This is an optimization exercise on Yosys and OpenROAD, whose aim is small area and a short achievable clock period, not a production implementation.
At most, simulation tests tie the RTL to the original design; equivalence was not proved.
Only the layout flow was run in run 1; the RTL was not checked for function there.

## flow/design.v (module list and top-level ports; edited modules follow where they fit)
// module bv_cp2: 993 lines
module bv_cp2 (
    input  wire        clk,
    input  wire        rst,         
    input  wire        issue,       
    input  wire [5:0]  op,          
    input  wire [23:0] ga,
    input  wire [23:0] gb,
    output reg         r1_valid,    
    output wire [23:0] r1_data,
    output reg         r2_valid,    
    output reg  [23:0] r2_data,     
    output reg         r1_ill       
);
  // ...
==> flow/run.sh <==
#!/bin/bash
# synth_recipe.tcl (not shown) runs the flow's synth.tcl, then flattens the netlist and writes it again
# the make line also repeats each setting of config.mk as NAME=value (left out here)
make -C /OpenROAD-flow-scripts/flow DESIGN_CONFIG=/design/flow/config.mk WORK_HOME=/design/flow/orfs CLKGATE_MAP_FILE= SYNTH_SCRIPT=/design/flow/synth_recipe.tcl finish
==> flow/config.mk <==
export PLATFORM = sky130hd
export DESIGN_NAME = bv_cp2
export DESIGN_NICKNAME = bv_cp2
export VERILOG_FILES = /design/flow/design.v
export SDC_FILE = /design/flow/constraint.sdc
export NUM_CORES = 4
export LEC_CHECK = 0
export CAP_MARGIN = 20
export CORE_MARGIN = 2
export CORE_UTILIZATION = 30
export SLEW_MARGIN = 20
==> flow/constraint.sdc <==
create_clock -name core_clock -period 15.0 [get_ports {clk}]
set_input_delay 3.0000 -clock core_clock [delete_from_list [all_inputs] [get_ports {clk}]]
set_output_delay 3.0000 -clock core_clock [all_outputs]
set_load 0.01 [all_outputs]
==> results_dict.tcl, run 1 <==
set metrics [dict create \
    outcome "finished clean" \
    via_per_inst 5.67 \
    ys_ff_latch 190 \
    multi_input_area_share_pct 70.3 \
    grt_start_max_net_pins 59 \
    synth_compound_area_share_pct 21.8 \
    use_met2_pct 35.0 \
    endpoint "r1r[7]$_DFF_P_" \
    gp_congestion 0.946 \
    cts.clk_slew.worst_paths_ns 0.07 \
    drv_slew 0 \
    synth_xor_area_share_pct 13.6 \
    synth_top_family_by_area "adder cells" \
    ff2ff_setup_slack_ns 6.96 \
    signal_buffers 175 \
    top_usage_layer "met2" \
    start_util_pct 30.3 \
    wl_mm 110 \
    worst-path-buf-inv 1 \
    layout-drive-gt1-share_pct 5.85 \
    critPathLaunch "gb[1]" \
    clock-sinks 190 \
    critical_path_class "in2reg" \
    crit_fanout 16 \
    startpoint_type "primary input" \
    cts-hold-fix-buffers 0 \
    multi_input_cells 2474 \
    route.met2.wl_mm 47.9 \
    groute.layer.met3.usage_pct 6.36 \
    synth_top_area_cell "fa_1" \
    coreArea_um2 91900 \
    path_cells "clkdlybuf4s50_1 > ha_1 > nor2b_1 > a221oi_1 > a31o_2 > xnor2_1 > ha_1 > nor2b_1 > o21ai_0 > a21boi_0 > o21ai_0 > a211oi_1 > o21a_1 > o31ai_1 > ha_1 > o311ai_1 > o21ai_0 > mux2_2" \
]
==> run 2: changes to the inputs <==
--- a/flow/design.v
+++ b/flow/design.v
@@ -1,17 +1,17 @@
 module bv_cp2 (
     input  wire        clk,
     input  wire        rst,         
     input  wire        issue,       
     input  wire [5:0]  op,          
     input  wire [23:0] ga,
     input  wire [23:0] gb,
     output reg         r1_valid,    
-    output wire [23:0] r1_data,
+    output wire [23:0] r1_data,     
     output reg         r2_valid,    
     output reg  [23:0] r2_data,     
     output reg         r1_ill       
 );
     function [11:0] sat13(input [12:0] v);
         if (v[12] == v[11])
             sat13 = v[11:0];
         else
@@ -72,55 +72,66 @@
     end
     wire [12:0] r1i = {xi[11], xi} + ({yi[11], yi} ^ {13{si}}) + {12'd0, si};
     wire [12:0] r1q = {xq[11], xq} + ({yq[11], yq} ^ {13{sq}}) + {12'd0, sq};
     wire [23:0] gy = dec_pwr ? ga : gb;
     wire [12:0] gyi = {gy[23:12], 1'b0};
     wire [12:0] gyq = {gy[11:0], 1'b0};
     reg  [5:0]  d_one_i, d_two_i, d_neg_i, d_one_q, d_two_q, d_neg_q;
     integer n;
+    wire dec_x = dec_mul | dec_pwr | dec_mac;
     always @* begin
         for (n = 0; n < 6; n = n + 1) begin
             d_one_i[n] = gyi[2*n+1] ^ gyi[2*n];
             d_two_i[n] = (gyi[2*n+2] & ~gyi[2*n+1] & ~gyi[2*n]) |
                          (~gyi[2*n+2] & gyi[2*n+1] & gyi[2*n]);
             d_neg_i[n] = gyi[2*n+2];
             d_one_q[n] = gyq[2*n+1] ^ gyq[2*n];
             d_two_q[n] = (gyq[2*n+2] & ~gyq[2*n+1] & ~gyq[2*n]) |
                          (~gyq[2*n+2] & gyq[2*n+1] & gyq[2*n]);
             d_neg_q[n] = gyq[2*n+2] ^ ~dec_conj;
         end
+        d_one_i = d_one_i & {6{dec_x}};
+        d_two_i = d_two_i & {6{dec_x}};
+        d_neg_i = d_neg_i & {6{dec_x}};
+        d_one_q = d_one_q & {6{dec_x}};
+        d_two_q = d_two_q & {6{dec_x}};
+        d_neg_q = d_neg_q & {6{dec_x}};
     end
     reg  [23:0] ra;               
-    reg  [23:0] r1r;              
+    reg  [25:0] r1r;              
     reg  [5:0]  oi, ti, ni, oq, tq, nq;
     reg  [2:0]  rop;              
     reg         v_mul, v_pwr, v_mac, v_rd, v_clr, v_wrr, v_wri;
+    reg         x_re, x_im;       
     always @(posedge clk) begin
         ra     <= ga;
-        r1r    <= dec_d1 ? {sat13(r1i), sat13(r1q)} : gb;
+        r1r    <= dec_d1 ? {r1i, r1q} : {2'b00, gb};
         oi <= d_one_i; ti <= d_two_i; ni <= d_neg_i;
         oq <= d_one_q; tq <= d_two_q; nq <= d_neg_q;
         rop    <= op[2:0];
         v_mul  <= go & dec_mul;
         v_pwr  <= go & dec_pwr;
         v_mac  <= go & dec_mac;
+        x_re   <= dec_mac | (op == 6'h0A) | (op == 6'h0C) | (op == 6'h0D);
+        x_im   <= dec_mac | (op == 6'h0B) | (op == 6'h0E) | (op == 6'h0F);
         v_rd   <= go & dec_rd;
         v_clr  <= go & (op == 6'h09);
         v_wrr  <= go & (op == 6'h10);
         v_wri  <= go & (op == 6'h11);
         r1_valid <= go & dec_d1;
         r1_ill   <= go & (op > 6'h11);
     end
-    assign r1_data = r1r;
+    assign r1_data = {sat13(r1r[25:13]), sat13(r1r[12:0])};
     wire [11:0] ai = ra[23:12];
     wire [11:0] aq = ra[11:0];
     reg  [31:0] acc_re, acc_im;
-    wire [31:0] xre = v_mac ? acc_re : {21'd0, v_mul, 10'd0};
-    wire [31:0] xim = v_mac ? acc_im : {21'd0, v_mul, 10'd0};
+    wire [31:0] wval = {r1r[7:0], ra};
+    wire [31:0] xre = x_re ? acc_re : v_wrr ? wval : {21'd0, v_mul, 10'd0};
+    wire [31:0] xim = x_im ? acc_im : v_wri ? wval : {21'd0, v_mul, 10'd0};
     wire [13:0] pii_t0 = bpp(ai, oi[0], ti[0], ni[0]);
     wire [12:0] pii_r0 = pii_t0[12:0];
     wire pii_n0 = pii_t0[13];
     wire [13:0] pii_t1 = bpp(ai, oi[1], ti[1], ni[1]);
     wire [12:0] pii_r1 = pii_t1[12:0];
     wire pii_n1 = pii_t1[13];
     wire [13:0] pii_t2 = bpp(ai, oi[2], ti[2], ni[2]);
     wire [12:0] pii_r2 = pii_t2[12:0];
@@ -183,98 +194,98 @@
     wire [12:0] piq_r3 = piq_t3[12:0];
     wire piq_n3 = piq_t3[13];
     wire [13:0] piq_t4 = bpp(ai, oq[4], tq[4], ~nq[4]);
     wire [12:0] piq_r4 = piq_t4[12:0];
     wire piq_n4 = piq_t4[13];
     wire [13:0] piq_t5 = bpp(ai, oq[5], tq[5], ~nq[5]);
     wire [12:0] piq_r5 = piq_t5[12:0];
     wire piq_n5 = piq_t5[13];
-    wire tre_s1 = xre[0] ^ pii_n0 ^ pqq_n0;
-    wire tre_c2 = (xre[0] & pii_n0) | (xre[0] & pqq_n0) | (pii_n0 & pqq_n0);
+    wire tre_s1 = pii_n0 ^ pqq_n0 ^ xre[0];
+    wire tre_c2 = (pii_n0 & pqq_n0) | (pii_n0 & xre[0]) | (pqq_n0 & xre[0]);
     wire tre_s3 = pii_r0[0] ^ pqq_r0[0];
     wire tre_c4 = pii_r0[0] & pqq_r0[0];
-    wire tre_s5 = xre[1] ^ tre_c2 ^ pii_r0[1];
-    wire tre_c6 = (xre[1] & tre_c2) | (xre[1] & pii_r0[1]) | (tre_c2 & pii_r0[1]);
-    wire tre_s7 = pqq_r0[1] ^ tre_c4;
-    wire tre_c8 = pqq_r0[1] & tre_c4;
-    wire tre_s9 = xre[2] ^ pii_n1 ^ pqq_n1;
-    wire tre_c10 = (xre[2] & pii_n1) | (xre[2] & pqq_n1) | (pii_n1 & pqq_n1);
+    wire tre_s5 = xre[1] ^ pii_r0[1] ^ pqq_r0[1];
+    wire tre_c6 = (xre[1] & pii_r0[1]) | (xre[1] & pqq_r0[1]) | (pii_r0[1] & pqq_r0[1]);
+    wire tre_s7 = tre_c2 ^ tre_c4;
+    wire tre_c8 = tre_c2 & tre_c4;
+    wire tre_s9 = pii_n1 ^ pqq_n1 ^ xre[2];
+    wire tre_c10 = (pii_n1 & pqq_n1) | (pii_n1 & xre[2]) | (pqq_n1 & xre[2]);
     wire tre_s11 = pii_r0[2] ^ pii_r1[0] ^ pqq_r0[2];
     wire tre_c12 = (pii_r0[2] & pii_r1[0]) | (pii_r0[2] & pqq_r0[2]) | (pii_r1[0] & pqq_r0[2]);
     wire tre_s13 = pqq_r1[0] ^ tre_s9 ^ tre_c6;
     wire tre_c14 = (pqq_r1[0] & tre_s9) | (pqq_r1[0] & tre_c6) | (tre_s9 & tre_c6);
     wire tre_s15 = tre_c8 ^ tre_s11;
     wire tre_c16 = tre_c8 & tre_s11;
-    wire tre_s17 = xre[3] ^ tre_c10 ^ pii_r0[3];
-    wire tre_c18 = (xre[3] & tre_c10) | (xre[3] & pii_r0[3]) | (tre_c10 & pii_r0[3]);
-    wire tre_s19 = pii_r1[1] ^ pqq_r0[3] ^ pqq_r1[1];
-    wire tre_c20 = (pii_r1[1] & pqq_r0[3]) | (pii_r1[1] & pqq_r1[1]) | (pqq_r0[3] & pqq_r1[1]);
+    wire tre_s17 = xre[3] ^ pii_r0[3] ^ pii_r1[1];
+    wire tre_c18 = (xre[3] & pii_r0[3]) | (xre[3] & pii_r1[1]) | (pii_r0[3] & pii_r1[1]);
+    wire tre_s19 = pqq_r0[3] ^ pqq_r1[1] ^ tre_c10;
+    wire tre_c20 = (pqq_r0[3] & pqq_r1[1]) | (pqq_r0[3] & tre_c10) | (pqq_r1[1] & tre_c10);
     wire tre_s21 = tre_c12 ^ tre_s17 ^ tre_s19;
     wire tre_c22 = (tre_c12 & tre_s17) | (tre_c12 & tre_s19) | (tre_s17 & tre_s19);
     wire tre_s23 = tre_c16 ^ tre_c14;
     wire tre_c24 = tre_c16 & tre_c14;
-    wire tre_s25 = xre[4] ^ pii_n2 ^ pqq_n2;
-    wire tre_c26 = (xre[4] & pii_n2) | (xre[4] & pqq_n2) | (pii_n2 & pqq_n2);
+    wire tre_s25 = pii_n2 ^ pqq_n2 ^ xre[4];
+    wire tre_c26 = (pii_n2 & pqq_n2) | (pii_n2 & xre[4]) | (pqq_n2 & xre[4]);
     wire tre_s27 = pii_r0[4] ^ pii_r1[2] ^ pii_r2[0];
     wire tre_c28 = (pii_r0[4] & pii_r1[2]) | (pii_r0[4] & pii_r2[0]) | (pii_r1[2] & pii_r2[0]);
     wire tre_s29 = pqq_r0[4] ^ pqq_r1[2] ^ pqq_r2[0];
     wire tre_c30 = (pqq_r0[4] & pqq_r1[2]) | (pqq_r0[4] & pqq_r2[0]) | (pqq_r1[2] & pqq_r2[0]);
     wire tre_s31 = tre_s25 ^ tre_c18 ^ tre_c20;
     wire tre_c32 = (tre_s25 & tre_c18) | (tre_s25 & tre_c20) | (tre_c18 & tre_c20);
     wire tre_s33 = tre_s27 ^ tre_s29 ^ tre_c22;
     wire tre_c34 = (tre_s27 & tre_s29) | (tre_s27 & tre_c22) | (tre_s29 & tre_c22);
     wire tre_s35 = tre_s31 ^ tre_c24;
     wire tre_c36 = tre_s31 & tre_c24;
-    wire tre_s37 = xre[5] ^ tre_c26 ^ pii_r0[5];
-    wire tre_c38 = (xre[5] & tre_c26) | (xre[5] & pii_r0[5]) | (tre_c26 & pii_r0[5]);
-    wire tre_s39 = pii_r1[3] ^ pii_r2[1] ^ pqq_r0[5];
-    wire tre_c40 = (pii_r1[3] & pii_r2[1]) | (pii_r1[3] & pqq_r0[5]) | (pii_r2[1] & pqq_r0[5]);
-    wire tre_s41 = pqq_r1[3] ^ pqq_r2[1] ^ tre_c28;
-    wire tre_c42 = (pqq_r1[3] & pqq_r2[1]) | (pqq_r1[3] & tre_c28) | (pqq_r2[1] & tre_c28);
+    wire tre_s37 = xre[5] ^ pii_r0[5] ^ pii_r1[3];
+    wire tre_c38 = (xre[5] & pii_r0[5]) | (xre[5] & pii_r1[3]) | (pii_r0[5] & pii_r1[3]);
+    wire tre_s39 = pii_r2[1] ^ pqq_r0[5] ^ pqq_r1[3];
+    wire tre_c40 = (pii_r2[1] & pqq_r0[5]) | (pii_r2[1] & pqq_r1[3]) | (pqq_r0[5] & pqq_r1[3]);
+    wire tre_s41 = pqq_r2[1] ^ tre_c26 ^ tre_c28;
+    wire tre_c42 = (pqq_r2[1] & tre_c26) | (pqq_r2[1] & tre_c28) | (tre_c26 & tre_c28);
     wire tre_s43 = tre_c30 ^ tre_s37 ^ tre_s39;
     wire tre_c44 = (tre_c30 & tre_s37) | (tre_c30 & tre_s39) | (tre_s37 & tre_s39);
     wire tre_s45 = tre_c32 ^ tre_s41 ^ tre_s43;
     wire tre_c46 = (tre_c32 & tre_s41) | (tre_c32 & tre_s43) | (tre_s41 & tre_s43);
-    wire tre_s47 = tre_c34 ^ tre_c36;
-    wire tre_c48 = tre_c34 & tre_c36;
-    wire tre_s49 = xre[6] ^ pii_n3 ^ pqq_n3;
-    wire tre_c50 = (xre[6] & pii_n3) | (xre[6] & pqq_n3) | (pii_n3 & pqq_n3);
+    wire tre_s47 = tre_c36 ^ tre_c34;
+    wire tre_c48 = tre_c36 & tre_c34;
+    wire tre_s49 = pii_n3 ^ pqq_n3 ^ xre[6];
+    wire tre_c50 = (pii_n3 & pqq_n3) | (pii_n3 & xre[6]) | (pqq_n3 & xre[6]);
     wire tre_s51 = pii_r0[6] ^ pii_r1[4] ^ pii_r2[2];
     wire tre_c52 = (pii_r0[6] & pii_r1[4]) | (pii_r0[6] & pii_r2[2]) | (pii_r1[4] & pii_r2[2]);
     wire tre_s53 = pii_r3[0] ^ pqq_r0[6] ^ pqq_r1[4];
     wire tre_c54 = (pii_r3[0] & pqq_r0[6]) | (pii_r3[0] & pqq_r1[4]) | (pqq_r0[6] & pqq_r1[4]);
     wire tre_s55 = pqq_r2[2] ^ pqq_r3[0] ^ tre_s49;
     wire tre_c56 = (pqq_r2[2] & pqq_r3[0]) | (pqq_r2[2] & tre_s49) | (pqq_r3[0] & tre_s49);
     wire tre_s57 = tre_c38 ^ tre_c40 ^ tre_s51;
     wire tre_c58 = (tre_c38 & tre_c40) | (tre_c38 & tre_s51) | (tre_c40 & tre_s51);
     wire tre_s59 = tre_s53 ^ tre_s55 ^ tre_c42;
     wire tre_c60 = (tre_s53 & tre_s55) | (tre_s53 & tre_c42) | (tre_s55 & tre_c42);
     wire tre_s61 = tre_c44 ^ tre_s57 ^ tre_s59;
     wire tre_c62 = (tre_c44 & tre_s57) | (tre_c44 & tre_s59) | (tre_s57 & tre_s59);
     wire tre_s63 = tre_c46 ^ tre_c48;
     wire tre_c64 = tre_c46 & tre_c48;
-    wire tre_s65 = xre[7] ^ tre_c50 ^ pii_r0[7];
-    wire tre_c66 = (xre[7] & tre_c50) | (xre[7] & pii_r0[7]) | (tre_c50 & pii_r0[7]);
-    wire tre_s67 = pii_r1[5] ^ pii_r2[3] ^ pii_r3[1];
-    wire tre_c68 = (pii_r1[5] & pii_r2[3]) | (pii_r1[5] & pii_r3[1]) | (pii_r2[3] & pii_r3[1]);
-    wire tre_s69 = pqq_r0[7] ^ pqq_r1[5] ^ pqq_r2[3];
-    wire tre_c70 = (pqq_r0[7] & pqq_r1[5]) | (pqq_r0[7] & pqq_r2[3]) | (pqq_r1[5] & pqq_r2[3]);
-    wire tre_s71 = pqq_r3[1] ^ tre_c52 ^ tre_c54;
-    wire tre_c72 = (pqq_r3[1] & tre_c52) | (pqq_r3[1] & tre_c54) | (tre_c52 & tre_c54);
-    wire tre_s73 = tre_c56 ^ tre_s65 ^ tre_s67;
-    wire tre_c74 = (tre_c56 & tre_s65) | (tre_c56 & tre_s67) | (tre_s65 & tre_s67);
-    wire tre_s75 = tre_s69 ^ tre_c58 ^ tre_s71;
-    wire tre_c76 = (tre_s69 & tre_c58) | (tre_s69 & tre_s71) | (tre_c58 & tre_s71);
+    wire tre_s65 = xre[7] ^ pii_r0[7] ^ pii_r1[5];
+    wire tre_c66 = (xre[7] & pii_r0[7]) | (xre[7] & pii_r1[5]) | (pii_r0[7] & pii_r1[5]);
+    wire tre_s67 = pii_r2[3] ^ pii_r3[1] ^ pqq_r0[7];
+    wire tre_c68 = (pii_r2[3] & pii_r3[1]) | (pii_r2[3] & pqq_r0[7]) | (pii_r3[1] & pqq_r0[7]);
+    wire tre_s69 = pqq_r1[5] ^ pqq_r2[3] ^ pqq_r3[1];
+    wire tre_c70 = (pqq_r1[5] & pqq_r2[3]) | (pqq_r1[5] & pqq_r3[1]) | (pqq_r2[3] & pqq_r3[1]);
+    wire tre_s71 = tre_c50 ^ tre_c52 ^ tre_c54;
+    wire tre_c72 = (tre_c50 & tre_c52) | (tre_c50 & tre_c54) | (tre_c52 & tre_c54);
+    wire tre_s73 = tre_s65 ^ tre_s67 ^ tre_s69;
+    wire tre_c74 = (tre_s65 & tre_s67) | (tre_s65 & tre_s69) | (tre_s67 & tre_s69);
+    wire tre_s75 = tre_c56 ^ tre_c58 ^ tre_s71;
+    wire tre_c76 = (tre_c56 & tre_c58) | (tre_c56 & tre_s71) | (tre_c58 & tre_s71);
     wire tre_s77 = tre_s73 ^ tre_c60 ^ tre_s75;
     wire tre_c78 = (tre_s73 & tre_c60) | (tre_s73 & tre_s75) | (tre_c60 & tre_s75);
     wire tre_s79 = tre_c62 ^ tre_c64;
     wire tre_c80 = tre_c62 & tre_c64;
-    wire tre_s81 = xre[8] ^ pii_n4 ^ pqq_n4;
-    wire tre_c82 = (xre[8] & pii_n4) | (xre[8] & pqq_n4) | (pii_n4 & pqq_n4);
+    wire tre_s81 = pii_n4 ^ pqq_n4 ^ xre[8];
+    wire tre_c82 = (pii_n4 & pqq_n4) | (pii_n4 & xre[8]) | (pqq_n4 & xre[8]);
     wire tre_s83 = pii_r0[8] ^ pii_r1[6] ^ pii_r2[4];
     wire tre_c84 = (pii_r0[8] & pii_r1[6]) | (pii_r0[8] & pii_r2[4]) | (pii_r1[6] & pii_r2[4]);
     wire tre_s85 = pii_r3[2] ^ pii_r4[0] ^ pqq_r0[8];
     wire tre_c86 = (pii_r3[2] & pii_r4[0]) | (pii_r3[2] & pqq_r0[8]) | (pii_r4[0] & pqq_r0[8]);
     wire tre_s87 = pqq_r1[6] ^ pqq_r2[4] ^ pqq_r3[2];
     wire tre_c88 = (pqq_r1[6] & pqq_r2[4]) | (pqq_r1[6] & pqq_r3[2]) | (pqq_r2[4] & pqq_r3[2]);
     wire tre_s89 = pqq_r4[0] ^ tre_s81 ^ tre_c66;
     wire tre_c90 = (pqq_r4[0] & tre_s81) | (pqq_r4[0] & tre_c66) | (tre_s81 & tre_c66);
@@ -283,38 +294,38 @@
     wire tre_s93 = tre_s85 ^ tre_s87 ^ tre_c72;
     wire tre_c94 = (tre_s85 & tre_s87) | (tre_s85 & tre_c72) | (tre_s87 & tre_c72);
     wire tre_s95 = tre_c74 ^ tre_s89 ^ tre_s91;
     wire tre_c96 = (tre_c74 & tre_s89) | (tre_c74 & tre_s91) | (tre_s89 & tre_s91);
     wire tre_s97 = tre_c76 ^ tre_s93 ^ tre_s95;
     wire tre_c98 = (tre_c76 & tre_s93) | (tre_c76 & tre_s95) | (tre_s93 & tre_s95);
     wire tre_s99 = tre_c78 ^ tre_s97;
     wire tre_c100 = tre_c78 & tre_s97;
-    wire tre_s101 = xre[9] ^ tre_c82 ^ pii_r0[9];
-    wire tre_c102 = (xre[9] & tre_c82) | (xre[9] & pii_r0[9]) | (tre_c82 & pii_r0[9]);
-    wire tre_s103 = pii_r1[7] ^ pii_r2[5] ^ pii_r3[3];
-    wire tre_c104 = (pii_r1[7] & pii_r2[5]) | (pii_r1[7] & pii_r3[3]) | (pii_r2[5] & pii_r3[3]);
-    wire tre_s105 = pii_r4[1] ^ pqq_r0[9] ^ pqq_r1[7];
-    wire tre_c106 = (pii_r4[1] & pqq_r0[9]) | (pii_r4[1] & pqq_r1[7]) | (pqq_r0[9] & pqq_r1[7]);
-    wire tre_s107 = pqq_r2[5] ^ pqq_r3[3] ^ pqq_r4[1];
-    wire tre_c108 = (pqq_r2[5] & pqq_r3[3]) | (pqq_r2[5] & pqq_r4[1]) | (pqq_r3[3] & pqq_r4[1]);
+    wire tre_s101 = xre[9] ^ pii_r0[9] ^ pii_r1[7];
+    wire tre_c102 = (xre[9] & pii_r0[9]) | (xre[9] & pii_r1[7]) | (pii_r0[9] & pii_r1[7]);
+    wire tre_s103 = pii_r2[5] ^ pii_r3[3] ^ pii_r4[1];
+    wire tre_c104 = (pii_r2[5] & pii_r3[3]) | (pii_r2[5] & pii_r4[1]) | (pii_r3[3] & pii_r4[1]);
+    wire tre_s105 = pqq_r0[9] ^ pqq_r1[7] ^ pqq_r2[5];
+    wire tre_c106 = (pqq_r0[9] & pqq_r1[7]) | (pqq_r0[9] & pqq_r2[5]) | (pqq_r1[7] & pqq_r2[5]);
+    wire tre_s107 = pqq_r3[3] ^ pqq_r4[1] ^ tre_c82;
+    wire tre_c108 = (pqq_r3[3] & pqq_r4[1]) | (pqq_r3[3] & tre_c82) | (pqq_r4[1] & tre_c82);
     wire tre_s109 = tre_c84 ^ tre_c86 ^ tre_c88;
     wire tre_c110 = (tre_c84 & tre_c86) | (tre_c84 & tre_c88) | (tre_c86 & tre_c88);
     wire tre_s111 = tre_s101 ^ tre_s103 ^ tre_s105;
     wire tre_c112 = (tre_s101 & tre_s103) | (tre_s101 & tre_s105) | (tre_s103 & tre_s105);
     wire tre_s113 = tre_s107 ^ tre_c90 ^ tre_c92;
     wire tre_c114 = (tre_s107 & tre_c90) | (tre_s107 & tre_c92) | (tre_c90 & tre_c92);
     wire tre_s115 = tre_s109 ^ tre_s111 ^ tre_c94;
     wire tre_c116 = (tre_s109 & tre_s111) | (tre_s109 & tre_c94) | (tre_s111 & tre_c94);
     wire tre_s117 = tre_c96 ^ tre_s113 ^ tre_s115;
     wire tre_c118 = (tre_c96 & tre_s113) | (tre_c96 & tre_s115) | (tre_s113 & tre_s115);
     wire tre_s119 = tre_c98 ^ tre_s117;
     wire tre_c120 = tre_c98 & tre_s117;
-    wire tre_s121 = xre[10] ^ pii_n5 ^ pqq_n5;
-    wire tre_c122 = (xre[10] & pii_n5) | (xre[10] & pqq_n5) | (pii_n5 & pqq_n5);
+    wire tre_s121 = pii_n5 ^ pqq_n5 ^ xre[10];
+    wire tre_c122 = (pii_n5 & pqq_n5) | (pii_n5 & xre[10]) | (pqq_n5 & xre[10]);
     wire tre_s123 = pii_r0[10] ^ pii_r1[8] ^ pii_r2[6];
     wire tre_c124 = (pii_r0[10] & pii_r1[8]) | (pii_r0[10] & pii_r2[6]) | (pii_r1[8] & pii_r2[6]);
     wire tre_s125 = pii_r3[4] ^ pii_r4[2] ^ pii_r5[0];
     wire tre_c126 = (pii_r3[4] & pii_r4[2]) | (pii_r3[4] & pii_r5[0]) | (pii_r4[2] & pii_r5[0]);
     wire tre_s127 = pqq_r0[10] ^ pqq_r1[8] ^ pqq_r2[6];
     wire tre_c128 = (pqq_r0[10] & pqq_r1[8]) | (pqq_r0[10] & pqq_r2[6]) | (pqq_r1[8] & pqq_r2[6]);
     wire tre_s129 = pqq_r3[4] ^ pqq_r4[2] ^ pqq_r5[0];
     wire tre_c130 = (pqq_r3[4] & pqq_r4[2]) | (pqq_r3[4] & pqq_r5[0]) | (pqq_r4[2] & pqq_r5[0]);
@@ -327,26 +338,26 @@
     wire tre_s137 = tre_c110 ^ tre_c112 ^ tre_s131;
     wire tre_c138 = (tre_c110 & tre_c112) | (tre_c110 & tre_s131) | (tre_c112 & tre_s131);
     wire tre_s139 = tre_s133 ^ tre_s135 ^ tre_c114;
     wire tre_c140 = (tre_s133 & tre_s135) | (tre_s133 & tre_c114) | (tre_s135 & tre_c114);
     wire tre_s141 = tre_s137 ^ tre_c116 ^ tre_s139;
     wire tre_c142 = (tre_s137 & tre_c116) | (tre_s137 & tre_s139) | (tre_c116 & tre_s139);
     wire tre_s143 = tre_c118 ^ tre_s141;
     wire tre_c144 = tre_c118 & tre_s141;
-    wire tre_s145 = xre[11] ^ tre_c122 ^ pii_r0[11];
-    wire tre_c146 = (xre[11] & tre_c122) | (xre[11] & pii_r0[11]) | (tre_c122 & pii_r0[11]);
-    wire tre_s147 = pii_r1[9] ^ pii_r2[7] ^ pii_r3[5];
-    wire tre_c148 = (pii_r1[9] & pii_r2[7]) | (pii_r1[9] & pii_r3[5]) | (pii_r2[7] & pii_r3[5]);
-    wire tre_s149 = pii_r4[3] ^ pii_r5[1] ^ pqq_r0[11];
-    wire tre_c150 = (pii_r4[3] & pii_r5[1]) | (pii_r4[3] & pqq_r0[11]) | (pii_r5[1] & pqq_r0[11]);
-    wire tre_s151 = pqq_r1[9] ^ pqq_r2[7] ^ pqq_r3[5];
-    wire tre_c152 = (pqq_r1[9] & pqq_r2[7]) | (pqq_r1[9] & pqq_r3[5]) | (pqq_r2[7] & pqq_r3[5]);
-    wire tre_s153 = pqq_r4[3] ^ pqq_r5[1] ^ tre_c124;
-    wire tre_c154 = (pqq_r4[3] & pqq_r5[1]) | (pqq_r4[3] & tre_c124) | (pqq_r5[1] & tre_c124);
+    wire tre_s145 = xre[11] ^ pii_r0[11] ^ pii_r1[9];
+    wire tre_c146 = (xre[11] & pii_r0[11]) | (xre[11] & pii_r1[9]) | (pii_r0[11] & pii_r1[9]);
+    wire tre_s147 = pii_r2[7] ^ pii_r3[5] ^ pii_r4[3];
+    wire tre_c148 = (pii_r2[7] & pii_r3[5]) | (pii_r2[7] & pii_r4[3]) | (pii_r3[5] & pii_r4[3]);
+    wire tre_s149 = pii_r5[1] ^ pqq_r0[11] ^ pqq_r1[9];
+    wire tre_c150 = (pii_r5[1] & pqq_r0[11]) | (pii_r5[1] & pqq_r1[9]) | (pqq_r0[11] & pqq_r1[9]);
+    wire tre_s151 = pqq_r2[7] ^ pqq_r3[5] ^ pqq_r4[3];
+    wire tre_c152 = (pqq_r2[7] & pqq_r3[5]) | (pqq_r2[7] & pqq_r4[3]) | (pqq_r3[5] & pqq_r4[3]);
+    wire tre_s153 = pqq_r5[1] ^ tre_c122 ^ tre_c124;
+    wire tre_c154 = (pqq_r5[1] & tre_c122) | (pqq_r5[1] & tre_c124) | (tre_c122 & tre_c124);
     wire tre_s155 = tre_c126 ^ tre_c128 ^ tre_c130;
     wire tre_c156 = (tre_c126 & tre_c128) | (tre_c126 & tre_c130) | (tre_c128 & tre_c130);
     wire tre_s157 = tre_s145 ^ tre_s147 ^ tre_s149;
     wire tre_c158 = (tre_s145 & tre_s147) | (tre_s145 & tre_s149) | (tre_s147 & tre_s149);
     wire tre_s159 = tre_s151 ^ tre_c132 ^ tre_c134;
     wire tre_c160 = (tre_s151 & tre_c132) | (tre_s151 & tre_c134) | (tre_c132 & tre_c134);
     wire tre_s161 = tre_c136 ^ tre_s153 ^ tre_s155;
     wire tre_c162 = (tre_c136 & tre_s153) | (tre_c136 & tre_s155) | (tre_s153 & tre_s155);
@@ -559,98 +570,98 @@
     wire tre_s369 = ~xre[24];
     wire tre_s370 = xre[30] ^ tre_s369;
     wire tre_c371 = xre[30] & tre_s369;
     wire tre_s372 = ~xre[24];
     wire tre_s373 = xre[31] ^ tre_s372;
     wire tre_c374 = xre[31] & tre_s372;
     wire [31:0] tre_a = {tre_c371, tre_c368, tre_c365, tre_c362, tre_c359, tre_c356, tre_c353, tre_c350, tre_c346, tre_c339, tre_c331, tre_c320, tre_c308, tre_c293, tre_c277, tre_c258, tre_c238, tre_c215, tre_c192, tre_c168, tre_c144, tre_c120, tre_c100, tre_c80, tre_s77, tre_s61, tre_s45, tre_s33, tre_s21, tre_s13, tre_s5, tre_s1};
     wire [31:0] tre_b = {tre_s373, tre_s370, tre_s367, tre_s364, tre_s361, tre_s358, tre_s355, tre_s352, tre_s349, tre_s345, tre_s338, tre_s330, tre_s319, tre_s307, tre_s292, tre_s276, tre_s257, tre_s237, tre_s214, tre_s191, tre_s167, tre_s143, tre_s119, tre_s99, tre_s79, tre_s63, tre_s47, tre_s35, tre_s23, tre_s15, tre_s7, tre_s3};
-    wire tim_s1 = xim[0] ^ piq_n0 ^ pqi_n0;
-    wire tim_c2 = (xim[0] & piq_n0) | (xim[0] & pqi_n0) | (piq_n0 & pqi_n0);
+    wire tim_s1 = piq_n0 ^ pqi_n0 ^ xim[0];
+    wire tim_c2 = (piq_n0 & pqi_n0) | (piq_n0 & xim[0]) | (pqi_n0 & xim[0]);
     wire tim_s3 = piq_r0[0] ^ pqi_r0[0];
     wire tim_c4 = piq_r0[0] & pqi_r0[0];
-    wire tim_s5 = xim[1] ^ tim_c2 ^ piq_r0[1];
-    wire tim_c6 = (xim[1] & tim_c2) | (xim[1] & piq_r0[1]) | (tim_c2 & piq_r0[1]);
-    wire tim_s7 = pqi_r0[1] ^ tim_c4;
-    wire tim_c8 = pqi_r0[1] & tim_c4;
-    wire tim_s9 = xim[2] ^ piq_n1 ^ pqi_n1;
-    wire tim_c10 = (xim[2] & piq_n1) | (xim[2] & pqi_n1) | (piq_n1 & pqi_n1);
+    wire tim_s5 = xim[1] ^ piq_r0[1] ^ pqi_r0[1];
+    wire tim_c6 = (xim[1] & piq_r0[1]) | (xim[1] & pqi_r0[1]) | (piq_r0[1] & pqi_r0[1]);
+    wire tim_s7 = tim_c2 ^ tim_c4;
+    wire tim_c8 = tim_c2 & tim_c4;
+    wire tim_s9 = piq_n1 ^ pqi_n1 ^ xim[2];
+    wire tim_c10 = (piq_n1 & pqi_n1) | (piq_n1 & xim[2]) | (pqi_n1 & xim[2]);
     wire tim_s11 = piq_r0[2] ^ piq_r1[0] ^ pqi_r0[2];
     wire tim_c12 = (piq_r0[2] & piq_r1[0]) | (piq_r0[2] & pqi_r0[2]) | (piq_r1[0] & pqi_r0[2]);
     wire tim_s13 = pqi_r1[0] ^ tim_s9 ^ tim_c6;
     wire tim_c14 = (pqi_r1[0] & tim_s9) | (pqi_r1[0] & tim_c6) | (tim_s9 & tim_c6);
     wire tim_s15 = tim_c8 ^ tim_s11;
     wire tim_c16 = tim_c8 & tim_s11;
-    wire tim_s17 = xim[3] ^ tim_c10 ^ piq_r0[3];
-    wire tim_c18 = (xim[3] & tim_c10) | (xim[3] & piq_r0[3]) | (tim_c10 & piq_r0[3]);
-    wire tim_s19 = piq_r1[1] ^ pqi_r0[3] ^ pqi_r1[1];
-    wire tim_c20 = (piq_r1[1] & pqi_r0[3]) | (piq_r1[1] & pqi_r1[1]) | (pqi_r0[3] & pqi_r1[1]);
+    wire tim_s17 = xim[3] ^ piq_r0[3] ^ piq_r1[1];
+    wire tim_c18 = (xim[3] & piq_r0[3]) | (xim[3] & piq_r1[1]) | (piq_r0[3] & piq_r1[1]);
+    wire tim_s19 = pqi_r0[3] ^ pqi_r1[1] ^ tim_c10;
+    wire tim_c20 = (pqi_r0[3] & pqi_r1[1]) | (pqi_r0[3] & tim_c10) | (pqi_r1[1] & tim_c10);
     wire tim_s21 = tim_c12 ^ tim_s17 ^ tim_s19;
     wire tim_c22 = (tim_c12 & tim_s17) | (tim_c12 & tim_s19) | (tim_s17 & tim_s19);
     wire tim_s23 = tim_c16 ^ tim_c14;
     wire tim_c24 = tim_c16 & tim_c14;
-    wire tim_s25 = xim[4] ^ piq_n2 ^ pqi_n2;
-    wire tim_c26 = (xim[4] & piq_n2) | (xim[4] & pqi_n2) | (piq_n2 & pqi_n2);
+    wire tim_s25 = piq_n2 ^ pqi_n2 ^ xim[4];
+    wire tim_c26 = (piq_n2 & pqi_n2) | (piq_n2 & xim[4]) | (pqi_n2 & xim[4]);
     wire tim_s27 = piq_r0[4] ^ piq_r1[2] ^ piq_r2[0];
     wire tim_c28 = (piq_r0[4] & piq_r1[2]) | (piq_r0[4] & piq_r2[0]) | (piq_r1[2] & piq_r2[0]);
     wire tim_s29 = pqi_r0[4] ^ pqi_r1[2] ^ pqi_r2[0];
     wire tim_c30 = (pqi_r0[4] & pqi_r1[2]) | (pqi_r0[4] & pqi_r2[0]) | (pqi_r1[2] & pqi_r2[0]);
     wire tim_s31 = tim_s25 ^ tim_c18 ^ tim_c20;
     wire tim_c32 = (tim_s25 & tim_c18) | (tim_s25 & tim_c20) | (tim_c18 & tim_c20);
     wire tim_s33 = tim_s27 ^ tim_s29 ^ tim_c22;
     wire tim_c34 = (tim_s27 & tim_s29) | (tim_s27 & tim_c22) | (tim_s29 & tim_c22);
     wire tim_s35 = tim_s31 ^ tim_c24;
     wire tim_c36 = tim_s31 & tim_c24;
-    wire tim_s37 = xim[5] ^ tim_c26 ^ piq_r0[5];
-    wire tim_c38 = (xim[5] & tim_c26) | (xim[5] & piq_r0[5]) | (tim_c26 & piq_r0[5]);
-    wire tim_s39 = piq_r1[3] ^ piq_r2[1] ^ pqi_r0[5];
-    wire tim_c40 = (piq_r1[3] & piq_r2[1]) | (piq_r1[3] & pqi_r0[5]) | (piq_r2[1] & pqi_r0[5]);
-    wire tim_s41 = pqi_r1[3] ^ pqi_r2[1] ^ tim_c28;
-    wire tim_c42 = (pqi_r1[3] & pqi_r2[1]) | (pqi_r1[3] & tim_c28) | (pqi_r2[1] & tim_c28);
+    wire tim_s37 = xim[5] ^ piq_r0[5] ^ piq_r1[3];
+    wire tim_c38 = (xim[5] & piq_r0[5]) | (xim[5] & piq_r1[3]) | (piq_r0[5] & piq_r1[3]);
+    wire tim_s39 = piq_r2[1] ^ pqi_r0[5] ^ pqi_r1[3];
+    wire tim_c40 = (piq_r2[1] & pqi_r0[5]) | (piq_r2[1] & pqi_r1[3]) | (pqi_r0[5] & pqi_r1[3]);
+    wire tim_s41 = pqi_r2[1] ^ tim_c26 ^ tim_c28;
+    wire tim_c42 = (pqi_r2[1] & tim_c26) | (pqi_r2[1] & tim_c28) | (tim_c26 & tim_c28);
     wire tim_s43 = tim_c30 ^ tim_s37 ^ tim_s39;
     wire tim_c44 = (tim_c30 & tim_s37) | (tim_c30 & tim_s39) | (tim_s37 & tim_s39);
     wire tim_s45 = tim_c32 ^ tim_s41 ^ tim_s43;
     wire tim_c46 = (tim_c32 & tim_s41) | (tim_c32 & tim_s43) | (tim_s41 & tim_s43);
-    wire tim_s47 = tim_c34 ^ tim_c36;
-    wire tim_c48 = tim_c34 & tim_c36;
-    wire tim_s49 = xim[6] ^ piq_n3 ^ pqi_n3;
-    wire tim_c50 = (xim[6] & piq_n3) | (xim[6] & pqi_n3) | (piq_n3 & pqi_n3);
+    wire tim_s47 = tim_c36 ^ tim_c34;
+    wire tim_c48 = tim_c36 & tim_c34;
+    wire tim_s49 = piq_n3 ^ pqi_n3 ^ xim[6];
+    wire tim_c50 = (piq_n3 & pqi_n3) | (piq_n3 & xim[6]) | (pqi_n3 & xim[6]);
     wire tim_s51 = piq_r0[6] ^ piq_r1[4] ^ piq_r2[2];
     wire tim_c52 = (piq_r0[6] & piq_r1[4]) | (piq_r0[6] & piq_r2[2]) | (piq_r1[4] & piq_r2[2]);
     wire tim_s53 = piq_r3[0] ^ pqi_r0[6] ^ pqi_r1[4];
     wire tim_c54 = (piq_r3[0] & pqi_r0[6]) | (piq_r3[0] & pqi_r1[4]) | (pqi_r0[6] & pqi_r1[4]);
     wire tim_s55 = pqi_r2[2] ^ pqi_r3[0] ^ tim_s49;
     wire tim_c56 = (pqi_r2[2] & pqi_r3[0]) | (pqi_r2[2] & tim_s49) | (pqi_r3[0] & tim_s49);
     wire tim_s57 = tim_c38 ^ tim_c40 ^ tim_s51;
     wire tim_c58 = (tim_c38 & tim_c40) | (tim_c38 & tim_s51) | (tim_c40 & tim_s51);
     wire tim_s59 = tim_s53 ^ tim_s55 ^ tim_c42;
     wire tim_c60 = (tim_s53 & tim_s55) | (tim_s53 & tim_c42) | (tim_s55 & tim_c42);
     wire tim_s61 = tim_c44 ^ tim_s57 ^ tim_s59;
     wire tim_c62 = (tim_c44 & tim_s57) | (tim_c44 & tim_s59) | (tim_s57 & tim_s59);
     wire tim_s63 = tim_c46 ^ tim_c48;
     wire tim_c64 = tim_c46 & tim_c48;
-    wire tim_s65 = xim[7] ^ tim_c50 ^ piq_r0[7];
-    wire tim_c66 = (xim[7] & tim_c50) | (xim[7] & piq_r0[7]) | (tim_c50 & piq_r0[7]);
-    wire tim_s67 = piq_r1[5] ^ piq_r2[3] ^ piq_r3[1];
-    wire tim_c68 = (piq_r1[5] & piq_r2[3]) | (piq_r1[5] & piq_r3[1]) | (piq_r2[3] & piq_r3[1]);
-    wire tim_s69 = pqi_r0[7] ^ pqi_r1[5] ^ pqi_r2[3];
-    wire tim_c70 = (pqi_r0[7] & pqi_r1[5]) | (pqi_r0[7] & pqi_r2[3]) | (pqi_r1[5] & pqi_r2[3]);
-    wire tim_s71 = pqi_r3[1] ^ tim_c52 ^ tim_c54;
-    wire tim_c72 = (pqi_r3[1] & tim_c52) | (pqi_r3[1] & tim_c54) | (tim_c52 & tim_c54);
-    wire tim_s73 = tim_c56 ^ tim_s65 ^ tim_s67;
-    wire tim_c74 = (tim_c56 & tim_s65) | (tim_c56 & tim_s67) | (tim_s65 & tim_s67);
-    wire tim_s75 = tim_s69 ^ tim_c58 ^ tim_s71;
-    wire tim_c76 = (tim_s69 & tim_c58) | (tim_s69 & tim_s71) | (tim_c58 & tim_s71);
+    wire tim_s65 = xim[7] ^ piq_r0[7] ^ piq_r1[5];
+    wire tim_c66 = (xim[7] & piq_r0[7]) | (xim[7] & piq_r1[5]) | (piq_r0[7] & piq_r1[5]);
+    wire tim_s67 = piq_r2[3] ^ piq_r3[1] ^ pqi_r0[7];
+    wire tim_c68 = (piq_r2[3] & piq_r3[1]) | (piq_r2[3] & pqi_r0[7]) | (piq_r3[1] & pqi_r0[7]);
+    wire tim_s69 = pqi_r1[5] ^ pqi_r2[3] ^ pqi_r3[1];
+    wire tim_c70 = (pqi_r1[5] & pqi_r2[3]) | (pqi_r1[5] & pqi_r3[1]) | (pqi_r2[3] & pqi_r3[1]);
+    wire tim_s71 = tim_c50 ^ tim_c52 ^ tim_c54;
+    wire tim_c72 = (tim_c50 & tim_c52) | (tim_c50 & tim_c54) | (tim_c52 & tim_c54);
+    wire tim_s73 = tim_s65 ^ tim_s67 ^ tim_s69;
+    wire tim_c74 = (tim_s65 & tim_s67) | (tim_s65 & tim_s69) | (tim_s67 & tim_s69);
+    wire tim_s75 = tim_c56 ^ tim_c58 ^ tim_s71;
+    wire tim_c76 = (tim_c56 & tim_c58) | (tim_c56 & tim_s71) | (tim_c58 & tim_s71);
     wire tim_s77 = tim_s73 ^ tim_c60 ^ tim_s75;
     wire tim_c78 = (tim_s73 & tim_c60) | (tim_s73 & tim_s75) | (tim_c60 & tim_s75);
     wire tim_s79 = tim_c62 ^ tim_c64;
     wire tim_c80 = tim_c62 & tim_c64;
-    wire tim_s81 = xim[8] ^ piq_n4 ^ pqi_n4;
-    wire tim_c82 = (xim[8] & piq_n4) | (xim[8] & pqi_n4) | (piq_n4 & pqi_n4);
+    wire tim_s81 = piq_n4 ^ pqi_n4 ^ xim[8];
+    wire tim_c82 = (piq_n4 & pqi_n4) | (piq_n4 & xim[8]) | (pqi_n4 & xim[8]);
     wire tim_s83 = piq_r0[8] ^ piq_r1[6] ^ piq_r2[4];
     wire tim_c84 = (piq_r0[8] & piq_r1[6]) | (piq_r0[8] & piq_r2[4]) | (piq_r1[6] & piq_r2[4]);
     wire tim_s85 = piq_r3[2] ^ piq_r4[0] ^ pqi_r0[8];
     wire tim_c86 = (piq_r3[2] & piq_r4[0]) | (piq_r3[2] & pqi_r0[8]) | (piq_r4[0] & pqi_r0[8]);
     wire tim_s87 = pqi_r1[6] ^ pqi_r2[4] ^ pqi_r3[2];
     wire tim_c88 = (pqi_r1[6] & pqi_r2[4]) | (pqi_r1[6] & pqi_r3[2]) | (pqi_r2[4] & pqi_r3[2]);
     wire tim_s89 = pqi_r4[0] ^ tim_s81 ^ tim_c66;
     wire tim_c90 = (pqi_r4[0] & tim_s81) | (pqi_r4[0] & tim_c66) | (tim_s81 & tim_c66);
@@ -659,38 +670,38 @@
     wire tim_s93 = tim_s85 ^ tim_s87 ^ tim_c72;
     wire tim_c94 = (tim_s85 & tim_s87) | (tim_s85 & tim_c72) | (tim_s87 & tim_c72);
     wire tim_s95 = tim_c74 ^ tim_s89 ^ tim_s91;
     wire tim_c96 = (tim_c74 & tim_s89) | (tim_c74 & tim_s91) | (tim_s89 & tim_s91);
     wire tim_s97 = tim_c76 ^ tim_s93 ^ tim_s95;
     wire tim_c98 = (tim_c76 & tim_s93) | (tim_c76 & tim_s95) | (tim_s93 & tim_s95);
     wire tim_s99 = tim_c78 ^ tim_s97;
     wire tim_c100 = tim_c78 & tim_s97;
-    wire tim_s101 = xim[9] ^ tim_c82 ^ piq_r0[9];
-    wire tim_c102 = (xim[9] & tim_c82) | (xim[9] & piq_r0[9]) | (tim_c82 & piq_r0[9]);
-    wire tim_s103 = piq_r1[7] ^ piq_r2[5] ^ piq_r3[3];
-    wire tim_c104 = (piq_r1[7] & piq_r2[5]) | (piq_r1[7] & piq_r3[3]) | (piq_r2[5] & piq_r3[3]);
-    wire tim_s105 = piq_r4[1] ^ pqi_r0[9] ^ pqi_r1[7];
-    wire tim_c106 = (piq_r4[1] & pqi_r0[9]) | (piq_r4[1] & pqi_r1[7]) | (pqi_r0[9] & pqi_r1[7]);
-    wire tim_s107 = pqi_r2[5] ^ pqi_r3[3] ^ pqi_r4[1];
-    wire tim_c108 = (pqi_r2[5] & pqi_r3[3]) | (pqi_r2[5] & pqi_r4[1]) | (pqi_r3[3] & pqi_r4[1]);
+    wire tim_s101 = xim[9] ^ piq_r0[9] ^ piq_r1[7];
+    wire tim_c102 = (xim[9] & piq_r0[9]) | (xim[9] & piq_r1[7]) | (piq_r0[9] & piq_r1[7]);
+    wire tim_s103 = piq_r2[5] ^ piq_r3[3] ^ piq_r4[1];
+    wire tim_c104 = (piq_r2[5] & piq_r3[3]) | (piq_r2[5] & piq_r4[1]) | (piq_r3[3] & piq_r4[1]);
+    wire tim_s105 = pqi_r0[9] ^ pqi_r1[7] ^ pqi_r2[5];
+    wire tim_c106 = (pqi_r0[9] & pqi_r1[7]) | (pqi_r0[9] & pqi_r2[5]) | (pqi_r1[7] & pqi_r2[5]);
+    wire tim_s107 = pqi_r3[3] ^ pqi_r4[1] ^ tim_c82;
+    wire tim_c108 = (pqi_r3[3] & pqi_r4[1]) | (pqi_r3[3] & tim_c82) | (pqi_r4[1] & tim_c82);
     wire tim_s109 = tim_c84 ^ tim_c86 ^ tim_c88;
     wire tim_c110 = (tim_c84 & tim_c86) | (tim_c84 & tim_c88) | (tim_c86 & tim_c88);
     wire tim_s111 = tim_s101 ^ tim_s103 ^ tim_s105;
     wire tim_c112 = (tim_s101 & tim_s103) | (tim_s101 & tim_s105) | (tim_s103 & tim_s105);
     wire tim_s113 = tim_s107 ^ tim_c90 ^ tim_c92;
     wire tim_c114 = (tim_s107 & tim_c90) | (tim_s107 & tim_c92) | (tim_c90 & tim_c92);
     wire tim_s115 = tim_s109 ^ tim_s111 ^ tim_c94;
     wire tim_c116 = (tim_s109 & tim_s111) | (tim_s109 & tim_c94) | (tim_s111 & tim_c94);
     wire tim_s117 = tim_c96 ^ tim_s113 ^ tim_s115;
     wire tim_c118 = (tim_c96 & tim_s113) | (tim_c96 & tim_s115) | (tim_s113 & tim_s115);
     wire tim_s119 = tim_c98 ^ tim_s117;
     wire tim_c120 = tim_c98 & tim_s117;
-    wire tim_s121 = xim[10] ^ piq_n5 ^ pqi_n5;
-    wire tim_c122 = (xim[10] & piq_n5) | (xim[10] & pqi_n5) | (piq_n5 & pqi_n5);
+    wire tim_s121 = piq_n5 ^ pqi_n5 ^ xim[10];
+    wire tim_c122 = (piq_n5 & pqi_n5) | (piq_n5 & xim[10]) | (pqi_n5 & xim[10]);
     wire tim_s123 = piq_r0[10] ^ piq_r1[8] ^ piq_r2[6];
     wire tim_c124 = (piq_r0[10] & piq_r1[8]) | (piq_r0[10] & piq_r2[6]) | (piq_r1[8] & piq_r2[6]);
     wire tim_s125 = piq_r3[4] ^ piq_r4[2] ^ piq_r5[0];
     wire tim_c126 = (piq_r3[4] & piq_r4[2]) | (piq_r3[4] & piq_r5[0]) | (piq_r4[2] & piq_r5[0]);
     wire tim_s127 = pqi_r0[10] ^ pqi_r1[8] ^ pqi_r2[6];
     wire tim_c128 = (pqi_r0[10] & pqi_r1[8]) | (pqi_r0[10] & pqi_r2[6]) | (pqi_r1[8] & pqi_r2[6]);
     wire tim_s129 = pqi_r3[4] ^ pqi_r4[2] ^ pqi_r5[0];
     wire tim_c130 = (pqi_r3[4] & pqi_r4[2]) | (pqi_r3[4] & pqi_r5[0]) | (pqi_r4[2] & pqi_r5[0]);
@@ -703,26 +714,26 @@
     wire tim_s137 = tim_c110 ^ tim_c112 ^ tim_s131;
     wire tim_c138 = (tim_c110 & tim_c112) | (tim_c110 & tim_s131) | (tim_c112 & tim_s131);
     wire tim_s139 = tim_s133 ^ tim_s135 ^ tim_c114;
     wire tim_c140 = (tim_s133 & tim_s135) | (tim_s133 & tim_c114) | (tim_s135 & tim_c114);
     wire tim_s141 = tim_s137 ^ tim_c116 ^ tim_s139;
     wire tim_c142 = (tim_s137 & tim_c116) | (tim_s137 & tim_s139) | (tim_c116 & tim_s139);
     wire tim_s143 = tim_c118 ^ tim_s141;
     wire tim_c144 = tim_c118 & tim_s141;
-    wire tim_s145 = xim[11] ^ tim_c122 ^ piq_r0[11];
-    wire tim_c146 = (xim[11] & tim_c122) | (xim[11] & piq_r0[11]) | (tim_c122 & piq_r0[11]);
-    wire tim_s147 = piq_r1[9] ^ piq_r2[7] ^ piq_r3[5];
-    wire tim_c148 = (piq_r1[9] & piq_r2[7]) | (piq_r1[9] & piq_r3[5]) | (piq_r2[7] & piq_r3[5]);
-    wire tim_s149 = piq_r4[3] ^ piq_r5[1] ^ pqi_r0[11];
-    wire tim_c150 = (piq_r4[3] & piq_r5[1]) | (piq_r4[3] & pqi_r0[11]) | (piq_r5[1] & pqi_r0[11]);
-    wire tim_s151 = pqi_r1[9] ^ pqi_r2[7] ^ pqi_r3[5];
-    wire tim_c152 = (pqi_r1[9] & pqi_r2[7]) | (pqi_r1[9] & pqi_r3[5]) | (pqi_r2[7] & pqi_r3[5]);
-    wire tim_s153 = pqi_r4[3] ^ pqi_r5[1] ^ tim_c124;
-    wire tim_c154 = (pqi_r4[3] & pqi_r5[1]) | (pqi_r4[3] & tim_c124) | (pqi_r5[1] & tim_c124);
+    wire tim_s145 = xim[11] ^ piq_r0[11] ^ piq_r1[9];
+    wire tim_c146 = (xim[11] & piq_r0[11]) | (xim[11] & piq_r1[9]) | (piq_r0[11] & piq_r1[9]);
+    wire tim_s147 = piq_r2[7] ^ piq_r3[5] ^ piq_r4[3];
+    wire tim_c148 = (piq_r2[7] & piq_r3[5]) | (piq_r2[7] & piq_r4[3]) | (piq_r3[5] & piq_r4[3]);
+    wire tim_s149 = piq_r5[1] ^ pqi_r0[11] ^ pqi_r1[9];
+    wire tim_c150 = (piq_r5[1] & pqi_r0[11]) | (piq_r5[1] & pqi_r1[9]) | (pqi_r0[11] & pqi_r1[9]);
+    wire tim_s151 = pqi_r2[7] ^ pqi_r3[5] ^ pqi_r4[3];
+    wire tim_c152 = (pqi_r2[7] & pqi_r3[5]) | (pqi_r2[7] & pqi_r4[3]) | (pqi_r3[5] & pqi_r4[3]);
+    wire tim_s153 = pqi_r5[1] ^ tim_c122 ^ tim_c124;
+    wire tim_c154 = (pqi_r5[1] & tim_c122) | (pqi_r5[1] & tim_c124) | (tim_c122 & tim_c124);
     wire tim_s155 = tim_c126 ^ tim_c128 ^ tim_c130;
     wire tim_c156 = (tim_c126 & tim_c128) | (tim_c126 & tim_c130) | (tim_c128 & tim_c130);
     wire tim_s157 = tim_s145 ^ tim_s147 ^ tim_s149;
     wire tim_c158 = (tim_s145 & tim_s147) | (tim_s145 & tim_s149) | (tim_s147 & tim_s149);
     wire tim_s159 = tim_s151 ^ tim_c132 ^ tim_c134;
     wire tim_c160 = (tim_s151 & tim_c132) | (tim_s151 & tim_c134) | (tim_c132 & tim_c134);
     wire tim_s161 = tim_c136 ^ tim_s153 ^ tim_s155;
     wire tim_c162 = (tim_c136 & tim_s153) | (tim_c136 & tim_s155) | (tim_s153 & tim_s155);
@@ -957,27 +968,20 @@
     reg  [3:0]  r2x;
     reg         r2m;
     always @(posedge clk) begin
         if (rst) begin
             acc_re   <= 32'd0;
             acc_im   <= 32'd0;
             r2_valid <= 1'b0;
         end else begin
-            if (v_mac) begin
+            if (v_mac | v_clr | v_wrr)
                 acc_re <= sum_re;
+            if (v_mac | v_clr | v_wri)
                 acc_im <= sum_im;
-            end else if (v_clr) begin
-                acc_re <= 32'd0;
-                acc_im <= 32'd0;
-            end else if (v_wrr) begin
-                acc_re <= {r1r[7:0], ra};
-            end else if (v_wri) begin
-                acc_im <= {r1r[7:0], ra};
-            end
             r2_valid <= v_mul | v_pwr | v_rd;
         end
         r2m <= v_mul;
         r2x <= {sum_re[24:23], sum_im[24:23]};
         if (v_mul)
             r2r <= {sum_re[22:11], sum_im[22:11]};
         else if (v_pwr)
             r2r <= sum_re[23:0];
==> flow/flow/run.sh (new file) <==
#!/bin/bash
# The standard layout (the standard.sh, its synthesis unchanged), with
# timing repair asked to leave a setup slack of at least SETUP_SLACK_MARGIN
# ns at the design's clock period: the design's paths are far shorter than
# the period, so without the margin the repair steps do nothing.
# make's full output goes to flow.log; each step's log is under orfs/logs.
set -euo pipefail
bash standard.sh SETUP_SLACK_MARGIN=8 finish > flow.log 2>&1
==> flow/standard.sh (new file) <==
#!/bin/bash
# synth_recipe.tcl (not shown) runs the flow's synth.tcl, then flattens the netlist and writes it again
# the make line also repeats each setting of config.mk as NAME=value (left out here)
make -C /OpenROAD-flow-scripts/flow DESIGN_CONFIG=/design/flow/config.mk WORK_HOME=/design/flow/orfs CLKGATE_MAP_FILE= SYNTH_SCRIPT=/design/flow/synth_recipe.tcl "${@:-finish}"
==> flow/config.mk (replaced) <==
export PLATFORM = sky130hd
export DESIGN_NAME = bv_cp2
export DESIGN_NICKNAME = bv_cp2
export VERILOG_FILES = /design/flow/design.v
export SDC_FILE = /design/flow/constraint.sdc
export NUM_CORES = 4
export LEC_CHECK = 0
export CAP_MARGIN = 20
export CORE_MARGIN = 2
export CORE_UTILIZATION = 50
export PLACE_DENSITY = 0.75
export SLEW_MARGIN = 20
removed: flow/run.sh
==> results_dict.tcl, run 2 <==
set metrics [dict create \
    outcome "finished clean" \
    area_growth_syn_to_layout_pct 7.59 \
    layout-drive-gt1-share_pct 5.45 \
    hp-start "acc_re[5]$_SDFFE_PP0P_" \
    route.met2.wl_mm 41.8 \
    vias 25600 \
    yosys.area.top_type_share_pct 21.7 \
    syn_area_um2 27700 \
    final_cell_mix "382 x inv_1, 326 x nand2_1, 319 x xnor2_1" \
    grt_pass1_wl_mm 148 \
    crit_slowest_cell "clkdlybuf4s50_1" \
    finalSetupTns_ns 0 \
    drv_slew 0 \
    startpoint_type "primary input" \
    cts_tree "built" \
    coreArea_um2 54900 \
    top_layer "met4" \
    first_pass_iters 7 \
    cp-end-kind "register" \
    synth_top_area_cell "fa_1" \
    max_freq_mhz 148 \
    cap_violations 0 \
    routedWlPerCell_um 24.4 \
    final_common_cell "inv_1" \
    die_w_um 239 \
    worstPathArrival_ns 7.12 \
    clock-sinks 194 \
    post-route-period-util_pct 45.1 \
    finClkSkew_ns 0.0187 \
    syn_nets 3904 \
    cts.path.max_buffers 2 \
    cts_root_buf "clkbuf_16" \
    clock_latency_ns 0.49 \
    die_area_um2 57300 \
    synth-main-ff-cell "dfxtp_1" \
    via_per_inst 6.39 \
    worst-path-buf-inv 2 \
    crit_fanout 17 \
    r2r-start "x_im$_DFF_P_" \
    finalHoldViolCount 0 \
    finalCriticalPeriod_ns 6.76 \
    relSlewSlack_pct 38.2 \
    r2r-end "acc_im[28]$_SDFFE_PP0P_" \
    yosysMostFrequentCell "inv_1" \
    syn_inst 3393 \
    grt_setup_unrepaired "false" \
    dp.cells 3972 \
    synth_cell_types 77 \
    start_util_pct 50.4 \
    worstHoldPathType "reg2reg" \
    wl_mm 97.8 \
    worstMarginPinSlew_ns 0.920 \
    cts-hold-fix-buffers 0 \
    hold_depth 2 \
    synthArstFlopShare_pct 0 \
    critical_path_class "in2reg" \
    drc 0 \
    num_rows 86 \
    min_to "acc_re[5]$_SDFFE_PP0P_" \
    io_pins 108 \
    fin_ws_ns 8.24 \
    drt.antenna.violating_nets 0 \
    required_ns 15.36 \
    rr_worst_depth 24 \
    ys_ff_latch 194 \
    reg_top3 "acc_im (32), acc_re (32), r1r (26)" \
    portBuffers 107 \
    critical-path-top-delay-family "compound AO/OA/AOI/OAI gates" \
    grt_use_total_pct 34.0 \
    pre_cts_ws_ns 7.45 \
    grt_pass1_vias 24900 \
    wl_met1_mm 36.1 \
    die_y_um 239 \
    met3_wirelength_mm 13.0 \
    dpl-instance-area_um2 29100 \
    final_cell_area_um2 29800 \
    ys_seq_area_share_pct 14.0 \
    num-fill-cells 5103 \
    ff2ff_setup_slack_ns 8.26 \
    cts.clk_slew.worst_paths_ns 0.07 \
    synth_warnings 1 \
    ys_top_cells_by_count "382 x inv_1, 326 x nand2_1, 319 x xnor2_1, 303 x a22oi_1, 300 x fa_1" \
    drt_iter0_drc 3470 \
    holdWs_ns 0.478 \
    slowest_delay_ns 0.57 \
    finalNonFillerCells 4005 \
    synth_edf_count 0 \
    gp_congestion 0.956 \
    path_cells "clkdlybuf4s50_1 > inv_1 > ha_2 > nor2b_2 > a22oi_1 > nor2b_1 > o21ai_0 > o21ai_0 > fa_1 > nor2b_1 > o21ai_1 > a21oi_1 > o21ai_1 > a21boi_1 > o21a_1 > o311a_1 > o21a_1 > o31ai_1" \
    dp_hpwl_mm 67.4 \
    overflow 0 \
    nets 3799 \
    netlist_top_cells_area "fa_1 22%, dfxtp_1 14%, xnor2_1 10%" \
    h-tree-depth 4 \
    cts_buffers 17 \
    grt_start_max_net_pins 64 \
    antenna_found_initial 0 \
    n_antenna_cell 0 \
    setup_viol 0 \
    postSynthAreaPerCell_um2 8.16 \
]
==> run 2: cell types whose count changed after synthesis, moves of 16 or more <==
cell	change
a21o_1	-17
a22o_1	+21
a22oi_1	+16
and2_1	-21
mux2i_1	-29
nand2_1	+90
o21ai_1	+42
xnor2_1	-51
xor2_1	+43
==> run 2: final cells by class <==
| cell class | count | area (µm²) | share of cell area (%) |
|---|---|---|---|
| sequential | 194 | 3900 | 13.1 |
| timing repair buffer | 185 | 1670 | 5.62 |
| clock buffer | 19 | 443 | 1.49 |
| multi-input combinational | 2498 | 21300 | 71.4 |
| clock inverter | 13 | 141 | 0.475 |
| inverter | 392 | 1480 | 4.98 |
| tap | 704 | 881 | 2.96 |
==> run 2: per-layer routing <==
metal  up-vias  track usage, %
li1      11200               -
met1     12000            43.6
met2      1905            51.2
met3       491            9.47
met4         0            20.2
met5         -               0
==> run 2: timing repair <==
item	in CTS	in global routing
cloned	0	0
buffers inserted	0	1
endpoints found under the setup margin	16	40
endpoints found under the hold margin	0	0
pin swaps	0	1
resized for setup	4	36
==> run 2: worst register-to-register path: stages (launching register included) <==
cell	delay (ns)
dfxtp_1	0.33
buf_6	0.31
nor2b_2	0.09
buf_6	0.20
a22o_1	0.30
fa_1	0.51
inv_1	0.07
fa_1	0.40
fa_1	0.55
inv_1	0.06
fa_1	0.55
inv_1	0.07
fa_1	0.48
inv_1	0.10
ha_1	0.23
ha_1	0.40
a21o_1	0.19
a21oi_1	0.24
nor2_1	0.09
nor4_2	0.30
and2_1	0.28
o31a_1	0.28
a21oi_1	0.11
or4b_1	0.48
nand3_1	0.09
==> run 2: worst max-delay path by stage <==
stage | from | endpoint | depth (start not counted)
after floorplan | nq[1]$_DFF_P_ | acc_im[31]$_SDFFE_PP0P_ | 25
after global placement | gb[0] | r1r[10]$_DFF_P_ | 18
after detailed placement | gb[0] | r1r[25]$_SDFF_PP0_ | 17
after CTS | x_re$_DFF_P_ | acc_re[31]$_SDFFE_PP0P_ | 21
after global routing | ra[8]$_DFF_P_ | r2r[22]$_DFF_P_ | 24
final | gb[1] | r1r[10]$_DFF_P_ | 18
==> run 2: logic make-up after synthesis <==
logic type,Yosys count,share of synthesized area [%]
simple gates,675,10.7
fa+ha+maj,455,28.7
buf+inv,701,9.51
compound gates,911,22.4
mux,33,1.22
xor+xnor,424,13.4
flops,194,14.0
==> run 2: per-stage QoR <==
step                      utilization, %
after floorplan                        -
after global placement              53.0
after detailed placement            53.0
after CTS                           54.1
after global routing                54.3
final                               54.3

-- separate check: timing with driven ports --
No port has a modelled driver above. Below, the same layouts with a new extraction and two added sets of constraints. Step 1: set_driving_cell puts a clkbuf_16 on clk and a buf_2 on each other input, an assumption about the parent block. Step 2 adds t to the input delays and takes it off the output delays; t is the mean of the earliest and latest rising clock arrival at the registers after step 1. Input paths then give back, and output paths get back, about the clock's delay inside the block. a / b / c = no drivers / after step 1 / after step 2; a / b = the first two.
run	t, ns	setup WS [ns]	clock arrival spread, ns
run 1	0.563	6.816 / 6.804 / 6.241	0.022 / 0.022
run 2	0.542	8.237 / 8.258 / 7.729	0.019 / 0.019
After both steps setup and hold are still met in every run listed. The setup slack of run 1, which loses most, moves by -0.012 ns with the drivers and by -0.575 ns with both steps.
